This design comes from an exercise in tuning for small area, a short achievable clock period and few clock cycles per item on the open sky130 flow, not from production work. Function was checked by simulation only, so behaviour that the tests miss may differ from the original. Power and IR drop assume default switching activity.

oak:
Design kx_line_packer, start of the top module:
module kx_line_packer (
    input  wire        clk,
    input  wire        rst,
    input  wire [11:0] cfg_nozzles,    
    input  wire [3:0]  cfg_def,        
    input  wire [1:0]  cfg_op1,        
    input  wire [1:0]  cfg_op2,
    input  wire [1:0]  cfg_op3,
    input  wire        cfg_mask_en,    
    input  wire [31:0] cfg_sub,        
    input  wire [1:0]  cfg_sub_cap,
    input  wire [11:0] cfg_ovl_hi,     
    input  wire [11:0] cfg_ovl_lo,     
    input  wire        in_valid,
    output wire        in_ready,
    input  wire [3:0]  in_line,        
    input  wire [15:0] in_l0,          
    input  wire [15:0] in_l1,
    input  wire [15:0] in_l2,
    input  wire [15:0] in_l3,
    input  wire [2:0]  in_cov,         
    input  wire [7:0]  in_mask,        
    input  wire [7:0]  in_dead,        
    output reg         out_valid,
    output reg         out_last,
    output reg  [15:0] out_codes
);
For scale: roughly 4100 cells after synthesis, ~190 I/O pins, ~45000 um2 of cells after synthesis.
Settings: LEC_CHECK=0, CAP_MARGIN=20, CORE_MARGIN=2, CORE_UTILIZATION=40, CTS_BUF_LIST=sky130_fd_sc_hd__clkbuf_8 sky130_fd_sc_hd__clkbuf_16, CTS_CLUSTER_DIAMETER=60, CTS_CLUSTER_SIZE=16, SLEW_MARGIN=20; clock period 13.0 ns.
run.sh (not shown) runs the stock make flow with config.mk's settings and CLKGATE_MAP_FILE= SYNTH_SCRIPT=/design/flow/synth_recipe.tcl, a recipe that flattens the netlist after the stock synthesis.
Testbench counts of oak, summed over its fixed seeds: cycles 25,312, beats 24,576.
Relative to oak, the following input files were edited for pine:
--- a/flow/design.v
+++ b/flow/design.v
@@ -138,29 +138,31 @@
     function [25:0] csa13(input [12:0] x, input [12:0] y, input [12:0] z);
         integer k;
         begin
             for (k = 0; k < 13; k = k + 1) begin
                 csa13[k]      = x[k] ^ y[k] ^ z[k];
                 csa13[13 + k] = (x[k] & y[k]) | (x[k] & z[k]) | (y[k] & z[k]);
             end
         end
     endfunction
     reg  [11:0] r_wlo, r_whi, r_hs;
+    reg  [8:0]  r_lastb;                         
     reg  [31:0] r_subm;
     reg  [3:0]  r_def;
     reg  [1:0]  r_op1, r_op2, r_op3;
     reg         r_mask_en;
     wire [13:0] hs_s = add13({1'b0, cfg_nozzles}, ~{1'b0, cfg_ovl_hi}, 1'b1);
     always @(posedge clk) begin
         r_wlo <= cfg_ovl_lo;
         r_whi <= cfg_ovl_hi;
         r_hs  <= hs_s[11:0];                        
+        r_lastb <= cfg_nozzles[11:3] - 9'd1;
         r_def     <= cfg_def;
         r_op1     <= cfg_op1;
         r_op2     <= cfg_op2;
         r_op3     <= cfg_op3;
         r_mask_en <= cfg_mask_en;
         for (i = 0; i < 16; i = i + 1)
             r_subm[2*i +: 2] <= min2(cfg_sub_cap, cfg_sub[2*i +: 2]);
     end
     reg         tbl_ok;
     reg  [4:0]  eng_t;
@@ -277,21 +279,21 @@
             hi_e7 <= hi_wnx;
         end
         if (eng_icap)
             hi_init <= hi_wnx;
     end
     assign in_ready = tbl_ok;
     wire in_fire = in_valid & tbl_ok;
     reg  [8:0] apos;          
     wire [13:0] apos_s  = radd13({4'd0, apos}, 13'd0, 1'b1);
     wire [8:0]  apos_inc = apos_s[8:0];
-    wire        f_last  = (apos_inc == cfg_nozzles[11:3]);
+    wire        f_last  = (apos == r_lastb);
     always @(posedge clk) begin
         if (rst)
             apos <= 9'd0;
         else if (in_fire)
             apos <= f_last ? 9'd0 : apos_inc;
     end
     reg  [15:0] s0_code;
     always @(*) begin : stage0
         reg [1:0] v;
         for (i = 0; i < LANES; i = i + 1) begin
@@ -398,39 +400,39 @@
         a_lo_t7  <= lo_s8[19:12];
         a_hi_t7  <= hi_t;
         a_lo_c   <= lo_c;
         a_hi_c   <= hi_c;
         a_lo_all <= f_lo_all;
         a_lo_at  <= f_lo_at;
         a_hi_all <= f_hi_all;
         a_hi_at  <= f_hi_at;
     end
     reg  [8:0] srv_left;      
-    function sign11(input [10:0] x, input [10:0] y, input ci);
+    function sign9(input [8:0] x, input [8:0] y, input ci);
         reg [13:0] cy;
         begin
-            cy = add13({3'd0, x[9:0]}, {3'd0, y[9:0]}, ci);
-            sign11 = x[10] ^ y[10] ^ cy[10];
+            cy = add13({5'd0, x[7:0]}, {5'd0, y[7:0]}, ci);
+            sign9 = x[8] ^ y[8] ^ cy[8];
         end
     endfunction
     function lo_kill_f(input [7:0] t, input [7:0] alpha, input c, input [7:0] d);
         reg [25:0] cs;
         begin
-            cs = csa13({5'd0, d}, {2'b11, ~{3'd0, t}}, {2'b11, ~{3'd0, alpha}});
-            lo_kill_f = ~sign11(cs[10:0], {cs[22:13], ~c}, 1'b1);
+            cs = csa13({5'd0, d}, {4'hf, ~{1'b0, t}}, {4'hf, ~{1'b0, alpha}});
+            lo_kill_f = ~sign9(cs[8:0], {cs[20:13], ~c}, 1'b1);
         end
     endfunction
     function hi_kill_f(input [7:0] t, input [7:0] alpha, input c, input [7:0] d);
         reg [25:0] cs;
         begin
-            cs = csa13({5'd0, t}, {2'b11, ~{3'd0, d}}, {2'b11, ~{3'd0, alpha}});
-            hi_kill_f = ~sign11(cs[10:0], {cs[22:13], ~c}, 1'b0);
+            cs = csa13({5'd0, t}, {4'hf, ~{1'b0, d}}, {4'hf, ~{1'b0, alpha}});
+            hi_kill_f = ~sign9(cs[8:0], {cs[20:13], ~c}, 1'b0);
         end
     endfunction
     reg  [LANES-1:0] s1_served;
     reg  [LANES-1:0] s1_keep;
     reg  [3:0]  pcnt;
     reg  [13:0] srv_d;
     always @(*) begin : stage1
         reg [3:0]  y;
         reg [13:0] ys;
         reg [7:0]  d;
==> summary.txt <==
- met1 wire length grows by a few percent when moving from oak to pine.
- Looking at pine and oak, the ratio of total power to cell area is a wash.
- For pine, the path type of the worst setup path was in2reg, unlike oak, where it was reg2reg.
- Route | pine vs oak | wire longer in pine
- Diff pine and oak: simple-gate portion of the synthesized area lower in oak
- Compared with oak, in pine number of buffers inserted by hold repair at cts essentially unchanged, core area has increased, overall power of the completed layout rose by 340 uW, number of antenna violations at the first check in global routing fell by 8.
- [pine vs oak] minimum clock period: lower in pine
- Pin count of the biggest net entering global routing is lower on pine
- Compared with oak, pine degrades detailed router's first-iteration violation count.
Testbench counts of pine, summed over its fixed seeds: cycles 25,312, beats 24,576.

========
Another version of the RTL of kx_line_packer (not shown whole).
Size in the first run: about 710 flip-flops, ~190 I/O pins.
Settings: LEC_CHECK=0, CAP_MARGIN=20, CORE_MARGIN=2, CORE_UTILIZATION=40, CTS_BUF_LIST=sky130_fd_sc_hd__clkbuf_8 sky130_fd_sc_hd__clkbuf_16, CTS_CLUSTER_DIAMETER=60, CTS_CLUSTER_SIZE=16, SLEW_MARGIN=20; clock period 13.0 ns.
Testbench counts at the start, summed over its fixed seeds: cycles 25,312, beats 24,576.
Then changed:
--- a/flow/design.v
+++ b/flow/design.v
@@ -300,51 +300,48 @@
             v = apply_layer(v, in_l2[2*i +: 2], r_op2, r_def[2] & in_cov[1]);
             v = apply_layer(v, in_l3[2*i +: 2], r_op3, r_def[3] & in_cov[2]);
             if (r_mask_en && !in_mask[i])
                 v = 2'b00;
             s0_code[2*i +: 2] = v;
         end
     end
     reg  [7:0]  lo_t;
     reg  [11:0] lo_rn;
     reg  [7:0]  hi_t;
     reg  [11:0] hi_r;
-    reg  [12:0] lo_k8, hi_k8;
-    wire [13:0] lo_k8_s = add13({1'b0, r_wlo}, ~{1'b0, lo_e8[11:0]}, 1'b1);
-    wire [13:0] hi_k8_s = add13({1'b0, hi_e8[11:0]}, ~{1'b0, r_whi}, 1'b0);
-    always @(posedge clk) begin
-        lo_k8 <= lo_k8_s[12:0];
-        hi_k8 <= hi_k8_s[12:0];
-    end
-    function [20:0] fwd_rn(input [7:0] t, input [11:0] rn, input [20:0] e, input [12:0] k);
+    function [20:0] fwd_rn(input [7:0] t, input [11:0] rn, input [20:0] e, input [11:0] wm1);
         reg [13:0] d, dw, ts, t1;
+        reg [25:0] cs;
         begin
             d  = add13({1'b0, rn}, ~{1'b0, e[11:0]}, 1'b1);
-            dw = add13({1'b0, rn}, k, 1'b1);
+            cs = csa13({1'b0, rn}, ~{1'b0, e[11:0]}, {1'b0, wm1});
+            dw = add13(cs[12:0], {cs[24:13], 1'b1}, 1'b1);
             ts = add13({5'd0, t}, {5'd0, e[19:12]}, 1'b0);
             t1 = add13({5'd0, t}, {5'd0, e[19:12]}, 1'b1);
             fwd_rn = {1'b0, d[13] ? ts[7:0] : t1[7:0], d[13] ? d[11:0] : dw[11:0]};
         end
     endfunction
-    function [20:0] fwd_r(input [7:0] t, input [11:0] r, input [20:0] e, input [12:0] k);
+    function [20:0] fwd_r(input [7:0] t, input [11:0] r, input [20:0] e, input [11:0] wm1);
         reg [13:0] s, sd, ts, t1;
+        reg [25:0] cs;
         begin
             s  = add13({1'b0, r}, {1'b0, e[11:0]}, 1'b0);
-            sd = add13({1'b0, r}, k, 1'b0);
+            cs = csa13({1'b0, r}, {1'b0, e[11:0]}, ~{1'b0, wm1});
+            sd = add13(cs[12:0], {cs[24:13], 1'b0}, 1'b0);
             ts = add13({5'd0, t}, {5'd0, e[19:12]}, 1'b0);
             t1 = add13({5'd0, t}, {5'd0, e[19:12]}, 1'b1);
             fwd_r = {1'b0, sd[12] ? ts[7:0] : t1[7:0], sd[12] ? s[11:0] : sd[11:0]};
         end
     endfunction
-    wire [20:0] lo_s8 = fwd_rn(lo_t, lo_rn, lo_e8, lo_k8);
-    wire [20:0] hi_f8 = fwd_r(hi_t, hi_r, hi_e8, hi_k8);
+    wire [20:0] lo_s8 = fwd_rn(lo_t, lo_rn, lo_e8, r_wlo);
+    wire [20:0] hi_f8 = fwd_r(hi_t, hi_r, hi_e8, r_whi);
     wire [20:0] lo_tb [1:7];
     wire [20:0] hi_tb [1:7];
     assign lo_tb[1] = lo_e1;  assign hi_tb[1] = hi_e1;
     assign lo_tb[2] = lo_e2;  assign hi_tb[2] = hi_e2;
     assign lo_tb[3] = lo_e3;  assign hi_tb[3] = hi_e3;
     assign lo_tb[4] = lo_e4;  assign hi_tb[4] = hi_e4;
     assign lo_tb[5] = lo_e5;  assign hi_tb[5] = hi_e5;
     assign lo_tb[6] = lo_e6;  assign hi_tb[6] = hi_e6;
     assign lo_tb[7] = lo_e7;  assign hi_tb[7] = hi_e7;
     reg  [6:0] lo_c, hi_c;
     always @(*) begin
Effect: Core utilization falls by 0.27 points. First-iteration DRC count falls by a few percent. Sequential share of layout area rises by 0.44 points. Register-to-register slack gets worse by 0.28 ns. Flip-flop and latch count falls by 25. Design area falls by a few percent. Routed wire length falls by a few percent. Total power falls by about a fifth. Setup slack gets worse by 0.28 ns. Global-route usage falls by 0.39 points. Synthesized area falls by a few percent.
Testbench counts after the change, summed over its fixed seeds: cycles 25,312, beats 24,576.

==> afterwards: timing with drivers on the ports <==
In the flow no input, the clock included, has a driving cell. The finished layouts below were timed again as built, in two steps. Step 1: set_driving_cell puts a clkbuf_16 on clk and a buf_2 on each other input, an assumption about the parent block. Step 2 adds t to the input delays and takes it off the output delays; t is the mean of the earliest and latest rising clock arrival at the registers after step 1. Input paths then give back, and output paths get back, about the clock's delay inside the block. Three values: ideal, step 1, step 2; two values: the first two.
| run | t (ns) | setup WS [ns] | worst setup path at the end |
|---|---|---|---|
| oak | 0.724 | 7.561 / 7.561 / 6.895 | input to register |
| pine | 0.713 | 7.898 / 7.942 / 7.229 | input to register |
| the first run of note 2 | 0.740 | 8.015 / 8.015 / 7.349 | input to register |
| the second run of note 2 | 0.699 | 7.736 / 7.736 / 7.179 | input to register |
After both steps setup and hold are still met in every run listed. The setup slack of pine, which loses most, moves by +0.044 ns with the drivers and by -0.669 ns with both steps.
